From an optimization exercise on the open Yosys and OpenROAD flow, aimed at small area, a short achievable clock period and few clock cycles per item; shortcuts taken in it are not production practice. Function was checked by simulation only, so behaviour that the tests miss may differ from the original.

==> flow/design.v <==
module ftn_iv_perm (
    input  wire         clk,
    input  wire         rst,         
    input  wire [127:0] w,           
    input  wire         in_valid,
    output wire         in_ready,
    input  wire [63:0]  x,           
    output wire         out_valid,
    input  wire         out_ready,
    output wire [63:0]  iv
);
    function [63:0] bswap64(input [63:0] v);
        integer i;
        begin
            for (i = 0; i < 8; i = i + 1)
                bswap64[8*i +: 8] = v[63-8*i -: 8];
        end
    endfunction
    function [63:0] rotl(input [63:0] v, input integer b);
        rotl = (v << b) | (v >> (64 - b));
    endfunction
    function [39:0] msg(input [31:0] r, input [2:0] i);
        msg = {r[7:0], r[15:8], r[23:16], r[31:24], 5'd0, i};
    endfunction
    function [63:0] add64(input [63:0] a, input [63:0] b);
        reg [63:0] g, p, gg, pp, gn, pn;
        integer i, d, j;
        begin
            g = a & b;
            p = a ^ b;
            gg = g; pp = p;
            for (d = 1; d < 64; d = d * 2) begin
                gn = gg; pn = pp;
                for (i = 0; i < 64; i = i + 1)
                    if ((i / d) % 2 == 1) begin
                        j = (i / d) * d - 1;
                        gn[i] = gg[i] | (pp[i] & gg[j]);
                        pn[i] = pp[i] & pp[j];
                    end
                gg = gn; pp = pn;
            end
            add64 = p ^ {gg[62:0], 1'b0};
        end
    endfunction
    localparam [1:0] EMPTY = 2'd0, BUSY = 2'd1, WAIT = 2'd2;
    reg [63:0] sv0, sv1, sv2, sv3;
    reg [31:0] sl, sr;
    reg [5:0]  sph;          
    reg [1:0]  sfi;          
    reg [1:0]  sst;
    reg        sold;         
    reg [63:0] tv0, tv1, tv2, tv3;
    reg [31:0] tl, tr;
    reg [5:0]  tph;
    reg [1:0]  tfi;
    reg [1:0]  tst;
    reg        told;
    reg [63:0] oq;
    reg        ov;
    wire [63:0] k0 = bswap64(w[127:64]);
    wire [63:0] k1 = bswap64(w[63:0]);
    wire [63:0] i0 = k0 ^ 64'h736f6d6570736575;
    wire [63:0] i1 = k1 ^ 64'h646f72616e646f6d;
    wire [63:0] i2 = k0 ^ 64'h6c7967656e657261;
    wire [63:0] i3 = k1 ^ 64'h7465646279746573 ^ {8'd5, 56'd0};   
    wire [63:0] a  = add64(sv0, sv1);
    wire [63:0] b  = add64(sv2, sv3);
    wire [63:0] h1 = rotl(sv1, 13) ^ a;
    wire [63:0] h0 = rotl(a, 32);
    wire [63:0] h3 = rotl(sv3, 16) ^ b;
    wire [63:0] h2 = b;
    wire [63:0] c  = add64(tv0, tv3);
    wire [63:0] d  = add64(tv2, tv1);
    wire [63:0] n0 = c;
    wire [63:0] n1 = rotl(tv1, 17) ^ d;
    wire [63:0] n2 = rotl(d, 32);
    wire [63:0] n3 = rotl(tv3, 21) ^ c;
    wire [63:0] e  = rotl(tv3, 21) ^ rotl(tv1, 17);
    wire [31:0] rn = tl ^ e[31:0] ^ d[31:0] ^ d[63:32];    
    wire t_last   = tph[5];
    wire t_fin    = tst == BUSY && t_last && tfi == 2'd3;
    wire t_reload = tst == BUSY && t_last && tfi != 2'd3;
    wire s_wait   = sst == WAIT;
    wire can_out  = !ov || out_ready;
    wire t_out    = can_out && ((t_fin && !s_wait) || (tst == WAIT && told));
    reg  in_rdy;             
    wire accept = in_valid && in_rdy && !rst;
    assign in_ready = in_rdy;
    wire ov_n     = t_out || (ov && !out_ready);
    wire s_wait_n = !accept && ((t_fin && !t_out) || (tst == WAIT && !t_out));
    wire [39:0] mt = msg(tr, {1'b0, tfi} + 3'd1);      
    wire [39:0] mn = msg(rn, {1'b0, tfi} + 3'd2);      
    always @(posedge clk) begin
        tv0 <= h0; tv1 <= h1; tv2 <= h2; tv3 <= h3;
        tl  <= sl; tr  <= sr;
        tph <= sph; tfi <= sfi;
        tst <= sst;
        told <= sold || (t_out && tst == WAIT);
        if (accept) begin
            sv0 <= i0; sv1 <= i1; sv2 <= i2;
            sv3 <= i3 ^ {24'd0, msg(x[31:0], 3'd1)};
            sl  <= x[63:32];
            sr  <= x[31:0];
            sph <= 6'b000001;
            sfi <= 2'd0;
            sst <= BUSY;
            sold <= 1'b0;
        end else begin
            if (t_reload) begin
                sv0 <= i0; sv1 <= i1; sv2 <= i2;
                sv3 <= i3 ^ {24'd0, mn};
            end else begin
                sv0 <= n0 ^ (tph[1] ? {8'd5, 16'd0, mt} : 64'd0);
                sv1 <= n1;
                sv2 <= n2 ^ (tph[1] ? 64'hff : 64'd0);
                sv3 <= n3;
            end
            if (tst == BUSY && t_last) begin
                sl <= tr;
                sr <= rn;
            end else begin
                sl <= tl;
                sr <= tr;
            end
            sph <= {tph[4:0], tph[5]};
            sfi <= t_last ? tfi + 2'd1 : tfi;
            if (t_fin)
                sst <= t_out ? EMPTY : WAIT;
            else if (tst == WAIT && t_out)
                sst <= EMPTY;
            else
                sst <= tst;
            sold <= t_fin ? !s_wait : told;
        end
        in_rdy <= sst == EMPTY || (sst == BUSY && sph[5] && sfi == 2'd3 && !ov_n && !s_wait_n);
        if (t_out) begin
            oq <= (tst == WAIT) ? {tl, tr} : {tr, rn};
            ov <= 1'b1;
        end else if (out_ready) begin
            ov <= 1'b0;
        end
        if (rst) begin
            in_rdy <= 1'b1;
            sst <= EMPTY;
            tst <= EMPTY;
            ov  <= 1'b0;
        end
    end
    assign out_valid = ov;
    assign iv        = oq;
endmodule
clock: 10.0 ns
lec_check: 0
cap_margin: 20
core_margin: 2
core_utilization: 40
cts_cluster_diameter: 80
cts_cluster_size: 30
slew_margin: 20
setup_slack_margin: 6.25
buffer_ports_args: -buffer_cell sky130_fd_sc_hd__buf_1
standard.sh (not shown) runs the stock make flow with config.mk's settings and CLKGATE_MAP_FILE= SYNTH_SCRIPT=/design/flow/synth_recipe.tcl, a recipe that flattens the netlist after the stock synthesis.
==> flow/flow/run.sh <==
#!/bin/bash
set -eu
cat >> config.mk <<'EOF'
export SETUP_SLACK_MARGIN = 6.25
export BUFFER_PORTS_ARGS = -buffer_cell sky130_fd_sc_hd__buf_1
EOF
bash standard.sh > standard.log 2>&1
Testbench counts at the start, summed over its fixed seeds: cycles 38,440, items 1,600.
Then changed:
==> flow/flow/run.sh (replaced) <==
#!/bin/bash
set -eu
cat >> config.mk <<'EOF'
export SETUP_SLACK_MARGIN = 6
export BUFFER_PORTS_ARGS = -buffer_cell sky130_fd_sc_hd__buf_1
EOF
bash standard.sh > standard.log 2>&1
Settings changed: SETUP_SLACK_MARGIN 6.25 to 6.
=> Final area came out lower by 5.9%. Global-route usage falls by 0.22 points. Fmax shrinks by 3.3%. Non-clock buffer count came out lower by 100. Sequential share of layout area is higher by 2.1 points. Count of clock-buffer cells in the layout stays the same.

==> re-timing with driven ports <==
In the flow no input, the clock included, has a driving cell. The finished layouts below were timed again as built, in two steps. Step 1 assumes that a clkbuf_16 drives the clock port and a buf_2 every other input. Step 2 also shifts input and output timing later by t, the mid clock arrival at the registers, as if the neighbouring blocks saw the same clock. Slacks: ideal ports / drivers / drivers and shift; pairs: ideal ports / drivers.
run | shift t [ns] | slack for setup (ns) | worst setup path after step 2 | clock arrival spread, ns | pins driven straight from the clock port
the first run | 0.685 | 6.102 / 6.102 / 5.668 | input to register | 0.041 / 0.041 | 1
the second run | 0.679 | 5.967 / 5.967 / 5.410 | input to register | 0.032 / 0.032 | 1
After both steps every run listed still meets setup and hold. The setup slack of the second run, which loses most, moves by 0.000 ns with the drivers and by -0.557 ns with both steps.
